This is an optimization exercise on Yosys and OpenROAD, whose aim is small area, not a production implementation.
In this exercise RTL edits were held to simulation tests only and were not proved equivalent to the original.

`flow/run.sh`:
```
#!/bin/bash
# synth_recipe.tcl (not shown) runs the flow's synth.tcl, then flattens the netlist and writes it again
# the make line also repeats each setting of config.mk as NAME=value (left out here)
make -C /OpenROAD-flow-scripts/flow DESIGN_CONFIG=/design/flow/config.mk WORK_HOME=/design/flow/orfs CLKGATE_MAP_FILE= SYNTH_SCRIPT=/design/flow/synth_recipe.tcl finish
```
`flow/constraint.sdc`:
```
create_clock -name core_clock -period 22.0 [get_ports {clk}]
set_input_delay 4.4000 -clock core_clock [delete_from_list [all_inputs] [get_ports {clk}]]
set_output_delay 4.4000 -clock core_clock [all_outputs]
set_load 0.01 [all_outputs]
```
`flow/config.mk`:
```
export PLATFORM = sky130hd
export DESIGN_NAME = sinc_df
export DESIGN_NICKNAME = sinc_df
export VERILOG_FILES = /design/flow/design.v
export SDC_FILE = /design/flow/constraint.sdc
export NUM_CORES = 4
export LEC_CHECK = 0
export CAP_MARGIN = 20
export CORE_MARGIN = 2
export CORE_UTILIZATION = 40
export SLEW_MARGIN = 20
```
`flow/design.v`:
```
module sinc_df (
    input  wire        clk,
    input  wire        rst,           
    input  wire [2:0]  cfg_ord,       
    input  wire [8:0]  cfg_osr,       
    input  wire [23:0] cfg_ofs,       
    input  wire [23:0] cfg_gain,      
    input  wire        restart,       
    input  wire        clk_loss,      
    input  wire        bit_valid,     
    input  wire        bit_in,
    output reg         out_stb,       
    output reg  [15:0] df_result,     
    output reg         df_valid,
    output reg  [6:0]  df_count,      
    output wire        settling,
    output reg         stuck,
    output reg  [15:0] loss_count     
);
    localparam W = 33;                
    reg       run_bit;
    reg [6:0] run_len;                
    wire       same_bit    = (run_len != 7'd0) && (bit_in == run_bit);
    wire [6:0] run_len_nxt = same_bit ? ((run_len == 7'd64) ? 7'd64 : run_len + 7'd1) : 7'd1;
    wire stuck_detect = bit_valid && !stuck && (run_len_nxt == 7'd64);
    wire stuck_end    = bit_valid && stuck && !same_bit;
    wire bit_take = bit_valid && (stuck ? stuck_end : !stuck_detect);
    wire flush = restart || clk_loss || stuck_detect;
    reg [W-1:0] integ [0:3];
    reg [8:0]   phase;                
    wire [W-1:0] i0 = integ[0] + {{(W-1){1'b0}}, bit_in};
    wire [W-1:0] i1 = integ[1] + i0;
    wire [W-1:0] i2 = integ[2] + i1;
    wire [W-1:0] i3 = integ[3] + i2;
    reg [W-1:0] i_sel;
    always @(*) begin
        case (cfg_ord)
            3'd1:    i_sel = i0;
            3'd2:    i_sel = i1;
            3'd3:    i_sel = i2;
            default: i_sel = i3;
        endcase
    end
    wire window_end = bit_take && (phase == cfg_osr - 9'd1);
    reg [2:0]   out_n;                
    reg         samp_stb;             
    reg         samp_ok;              
    reg [W-1:0] samp;
    reg [W-1:0] cz [0:3];             
    wire [W-1:0] c0 = samp - cz[0];
    wire [W-1:0] c1 = c0 - cz[1];
    wire [W-1:0] c2 = c1 - cz[2];
    wire [W-1:0] c3 = c2 - cz[3];
    reg [W-1:0] c_sel;
    always @(*) begin
        case (cfg_ord)
            3'd1:    c_sel = c0;
            3'd2:    c_sel = c1;
            3'd3:    c_sel = c2;
            default: c_sel = c3;
        endcase
    end
    wire [17:0] osr2 = cfg_osr * cfg_osr;
    wire [26:0] osr3 = osr2 * cfg_osr;
    wire [35:0] osr4 = osr3 * cfg_osr;
    reg [W-1:0] fs_comb;
    always @(*) begin
        case (cfg_ord)
            3'd1:    fs_comb = {{(W-9){1'b0}}, cfg_osr};
            3'd2:    fs_comb = {{(W-18){1'b0}}, osr2};
            3'd3:    fs_comb = {{(W-27){1'b0}}, osr3};
            default: fs_comb = osr4[W-1:0];
        endcase
    end
    reg [W-1:0] full_scale;
    always @(posedge clk)
        full_scale <= fs_comb;
    localparam QW = 25;
    reg              div_busy;
    reg  [4:0]       div_cnt;
    reg  [W:0]       div_rem;         
    reg  [QW-1:0]    div_low;         
    reg  [QW-1:0]    div_q;
    reg              mul_stb;
    wire [W+QW-1:0]  dividend = {1'b0, c_sel, {QW{1'b0}}} + {{QW{1'b0}}, full_scale};
    wire [W:0]       divisor  = {full_scale, 1'b0};
    wire [W+1:0]     trial     = {div_rem, div_low[QW-1]};
    wire             trial_ge  = trial >= {1'b0, divisor};
    wire [W+1:0]     trial_sub = trial - {1'b0, divisor};
    wire signed [24:0] norm_raw = $signed({1'b0, div_q}) - 25'sd8388608;
    wire signed [24:0] norm     = (norm_raw > 25'sd8388607) ? 25'sd8388607 : norm_raw;
    wire signed [24:0] diff     = norm - {cfg_ofs[23], cfg_ofs};
    wire signed [48:0] prod     = diff * $signed(cfg_gain);
    wire signed [48:0] prod_r   = prod + 49'sd1073741824;           
    wire signed [17:0] res_full = prod_r[48:31];
    reg signed [15:0] res_sat;
    always @(*) begin
        if (res_full > 18'sd32767)
            res_sat = 16'sh7fff;
        else if (res_full < -18'sd32768)
            res_sat = 16'sh8000;
        else
            res_sat = res_full[15:0];
    end
    assign settling = !df_valid && !stuck;
    integer k;
    always @(posedge clk) begin
        if (rst) begin
            run_bit    <= 1'b0;
            run_len    <= 7'd0;
            stuck      <= 1'b0;
            phase      <= 9'd0;
            out_n      <= 3'd0;
            samp_stb   <= 1'b0;
            samp_ok    <= 1'b0;
            samp       <= {W{1'b0}};
            div_busy   <= 1'b0;
            div_cnt    <= 5'd0;
            div_rem    <= {(W+1){1'b0}};
            div_low    <= {QW{1'b0}};
            div_q      <= {QW{1'b0}};
            mul_stb    <= 1'b0;
            out_stb    <= 1'b0;
            df_result  <= 16'd0;
            df_valid   <= 1'b0;
            df_count   <= 7'd0;
            loss_count <= 16'd0;
            for (k = 0; k < 4; k = k + 1) begin
                integ[k] <= {W{1'b0}};
                cz[k]    <= {W{1'b0}};
            end
        end else begin
            out_stb <= 1'b0;
            if (bit_valid) begin
                run_bit <= bit_in;
                run_len <= run_len_nxt;
            end
            if (stuck_detect)
                stuck <= 1'b1;
            else if (stuck_end)
                stuck <= 1'b0;
            if (flush) begin
                phase    <= 9'd0;
                out_n    <= 3'd0;
                samp_stb <= 1'b0;
                div_busy <= 1'b0;
                mul_stb  <= 1'b0;
                df_valid <= 1'b0;
                for (k = 0; k < 4; k = k + 1) begin
                    integ[k] <= {W{1'b0}};
                    cz[k]    <= {W{1'b0}};
                end
                if ((clk_loss || stuck_detect) && loss_count != 16'hffff)
                    loss_count <= loss_count + 16'd1;
            end else begin
                if (bit_take) begin
                    integ[0] <= i0;
                    integ[1] <= i1;
                    integ[2] <= i2;
                    integ[3] <= i3;
                    phase    <= window_end ? 9'd0 : phase + 9'd1;
                end
                samp_stb <= window_end;
                if (window_end) begin
                    samp    <= i_sel;
                    samp_ok <= ({1'b0, out_n} + 4'd1 >= {1'b0, cfg_ord});
                    if (out_n != 3'd4)
                        out_n <= out_n + 3'd1;
                end
                if (samp_stb) begin
                    cz[0] <= samp;
                    cz[1] <= c0;
                    cz[2] <= c1;
                    cz[3] <= c2;
                    if (samp_ok) begin
                        div_busy <= 1'b1;
                        div_cnt  <= 5'd0;
                        div_rem  <= dividend[W+QW-1:QW];
                        div_low  <= dividend[QW-1:0];
                        div_q    <= {QW{1'b0}};
                    end
                end
                mul_stb <= 1'b0;
                if (div_busy) begin
                    div_rem <= trial_ge ? trial_sub[W:0] : trial[W:0];
                    div_low <= {div_low[QW-2:0], 1'b0};
                    div_q   <= {div_q[QW-2:0], trial_ge};
                    div_cnt <= div_cnt + 5'd1;
                    if (div_cnt == QW - 1) begin
                        div_busy <= 1'b0;
                        mul_stb  <= 1'b1;
                    end
                end
                if (mul_stb) begin
                    df_result <= res_sat;
                    df_valid  <= 1'b1;
                    df_count  <= df_count + 7'd1;
                    out_stb   <= 1'b1;
                end
            end
        end
    end
endmodule
```
==> results.sh <==
export IMPL_status="no timing/DRC/antenna violations"
export IMPL_rows=154
export IMPL_required_ns=22.49
export IMPL_post_cts_repair_setup_buffers=0
export IMPL_core_area_mm2=0.176
export IMPL_slowest_stage="xnor2_1"
export IMPL_path_class="in -> reg"
export IMPL_cap_violations=0
export IMPL_grt_max_degree=88
export IMPL_wl_met2_mm=94.8
export IMPL_area_growth_pct=7.92
export IMPL_numClockSinks=485
export IMPL_fin_skew_ns=0.0689
export IMPL_yosys_top_cells_count="inv_1, nand2_1, fa_1"
export IMPL_grt_pass1_vias=58355
export IMPL_crit_path_frequent_cell="fa_1"
export IMPL_routed_wl_mm=200
export IMPL_hpwl_mm=152
export IMPL_synth_edf_count=0
export IMPL_hp_class="reg -> reg"
export IMPL_synth_top_cell_area_share_pct=26.7
export IMPL_avgSynthCellArea_um2=8.30
export IMPL_synthCells=8508
export IMPL_synthTopCellsByArea="fa_1, dfxtp_1, ha_1"
export IMPL_dr_max_layer_used="met4"
export IMPL_wl_met3_mm=10.0
export IMPL_nFillCells=17636
export IMPL_cts_resized=0
export IMPL_first_pass_iters=9
export IMPL_ys_ff_latch=485
export IMPL_drive_gt1_share_pct=4.37
export IMPL_overflow=0
export IMPL_rsz0062_at_grt="no"
export IMPL_stdcell_area_mm2=0.0762
export IMPL_cp_end_kind="register"
export IMPL_yosysWarnings=3
export IMPL_grt_use_total_pct=22.3
export IMPL_hold_buffers=0
export IMPL_io_buffer_count=108
export IMPL_fin_ws_ns=2.85
export IMPL_remaining_drc_errors=0
export IMPL_final_cells=10805
export IMPL_async_flop_share_pct=0
export IMPL_yosysMostFrequentCell="inv_1"
export IMPL_final_hold_viol_count=0
export IMPL_synth_seq_area_share_pct=13.8
export IMPL_cp_max_fo=45
export IMPL_dp_cells=10693
export IMPL_vias=57252
export IMPL_synth_nets=10098
export IMPL_worstMarginPinSlew_ns=1.20
export IMPL_critPathMaxStageDelay_ns=0.69
export IMPL_cts_made_buffers=58
export IMPL_place_area_mm2=0.0741
export IMPL_fin_tns_setup_ns=0
export IMPL_netlist_area_mm2=0.0706
export IMPL_min_period_ns=19.15
export IMPL_detail_route_antenna_nets=0
export IMPL_die_w_um=424
export IMPL_grt_pass1_wl_mm=323
export IMPL_dp_slack_ns=2.31
export IMPL_drt_wirelength_per_cell_um=18.5
export IMPL_viasPerCell=5.30
export IMPL_ctsRootBufferMaster="clkbuf_16"
export IMPL_wl_met1_mm=89.6
export IMPL_setup_viol=0
export IMPL_max_freq_mhz=52.2
export IMPL_drt_iter0_markers=3927
export IMPL_path_clk_slew_ns=0.06
export IMPL_crit_arrival_ns=19.63
export IMPL_clock_path_buffers=3
export IMPL_ios=109
export IMPL_startpoint_type="input port"
export IMPL_die_h_um=424
export IMPL_synth_top_area_cell="fa_1"
export IMPL_yosysUniqueCellTypes=110
export IMPL_finalCritPeriodShare_pct=87.0
export IMPL_max_slew_margin_rel_pct=20.0
export IMPL_insertion_delay_ns=0.68
export IMPL_drv_slew=0
export IMPL_die_area_mm2=0.180
export IMPL_h_tree_depth=2
export IMPL_antenna_found_initial=7
export IMPL_synth_main_ff_cell="dfxtp_1"
export IMPL_initial_core_util_pct=40.2
export IMPL_fin_nets=10004
export IMPL_place_congestion=0.894
export IMPL_cts_tree="done"
==> flip-flops by register name (all words and copies together), names as in the netlist, 25 cells and up <==
register and flops:
div_q 25, cz 132, div_low 25, div_rem 34
integ 132, samp 33, full_scale 33
==> per-stage QoR <==
| stage | utilization [%] | hold WS, ns |
|---|---|---|
| floorplan | - | 0.435 |
| global placement | 42.2 | 0.445 |
| detailed placement | 42.2 | 0.453 |
| CTS | 43.4 | 0.462 |
| global route | 43.4 | 0.478 |
| finish | 43.4 | 0.460 |
==> layer usage <==
layer | track usage [%] | vias to the layer above
li1 | - | 27253
met1 | 30.4 | 28305
met2 | 37.8 | 1412
met3 | 1.98 | 282
met4 | 6.02 | 0
met5 | 0 | -
==> worst paths after layout <==
kind | start | to | slack [ns] | cells after the start
hold / removal | integ[1][18]$_SDFFE_PP0P_ | integ[1][18]$_SDFFE_PP0P_ | 0.46 | 2
setup / recovery | cfg_osr[7] | full_scale[29]$_DFF_P_ | 2.85 | 53
hold reg to reg | integ[1][18]$_SDFFE_PP0P_ | integ[1][18]$_SDFFE_PP0P_ | 0.46 | 2
setup reg to reg | div_q[22]$_SDFFE_PP0P_ | df_result[4]$_SDFFE_PP0P_ | 8.00 | 48
==> critical path, delay by kind of cell <==
kind                       cells  cell delay (ns)
xor gates and xnor gates       3             1.48
buffers and inverters         11             1.37
and+or+nand+nor               10             2.17
adders and majority gates     15             6.95
AOI/OAI and AO/OA             14             3.22
==> kinds of logic after synthesis <==
group           share of synthesized area [%]
simple gates                             18.0
buf+inv                                  9.24
fa+ha+maj                                37.0
compound gates                           13.3
flops                                    13.8
xor+xnor                                 5.94
mux                                      2.73
==> area by class of cell <==
| type | count | area (um^2) | area share [%] |
|---|---|---|---|
| clock buffer | 72 | 1600 | 2.11 |
| timing repair buffer | 199 | 1680 | 2.21 |
| inverter | 1383 | 5190 | 6.81 |
| multi-input combinational | 6287 | 54600 | 71.6 |
| clock inverter | 36 | 478 | 0.627 |
| sequential | 485 | 9710 | 12.7 |
| antenna | 3 | 7.51 | 0.00985 |
| tap | 2340 | 2930 | 3.84 |
==> cells in the final DEF, fill, tap and decap left out, drive strengths merged, types with 18 or more instances in the layout <==
master,netlist,routed
nand2,950,950
mux2,24,24
o221ai,25,25
dfxtp,485,485
or2,54,54
a211oi,73,73
fa,943,943
a21oi,475,475
o22ai,30,30
clkdlybuf4s50,0,87
o21a,42,42
and3,43,43
o21ai,206,206
nor2b,91,91
a221oi,28,28
a222oi,34,34
buf,34,111
o211ai,30,30
o31ai,30,30
nor3,113,113
inv,1379,1384
nand4,50,50
nand3,122,122
xnor2,294,294
and2,457,457
nor2,639,639
a31oi,42,42
a22oi,38,38
a21boi,18,18
a21o,143,143
xor2,175,175
or3,35,35
clkinv,4,24
nand2b,81,81
mux2i,165,165
ha,581,581
clkbuf,319,73
o21bai,33,33

==> separate check: timing with driven ports <==
No port has a modelled driver above. Below, the same layout with a new extraction and two added sets of constraints.
Step 1 sets driving cells, clkbuf_16 on the clock port and buf_2 on the other inputs (assumed; they add their load-dependent delay and slew).
Step 2 also shifts input and output timing later by t, the mid clock arrival at the registers, as if the neighbouring blocks saw the same clock.
Slacks: no drivers / after step 1 / after step 2; pairs: no drivers / after step 1.
t (ns): 0.727
slack for setup (ns): 2.854 / 2.911 / 2.184
worst setup path after step 2: input to register
latest minus earliest clock arrival (ns): 0.072 / 0.072
slew at the worst register clock pin (ns): 0.07 / 0.07
After both steps setup and hold are still met in this run. For this run, drivers alone change the setup slack by +0.057 ns; drivers and shift together by -0.670 ns.
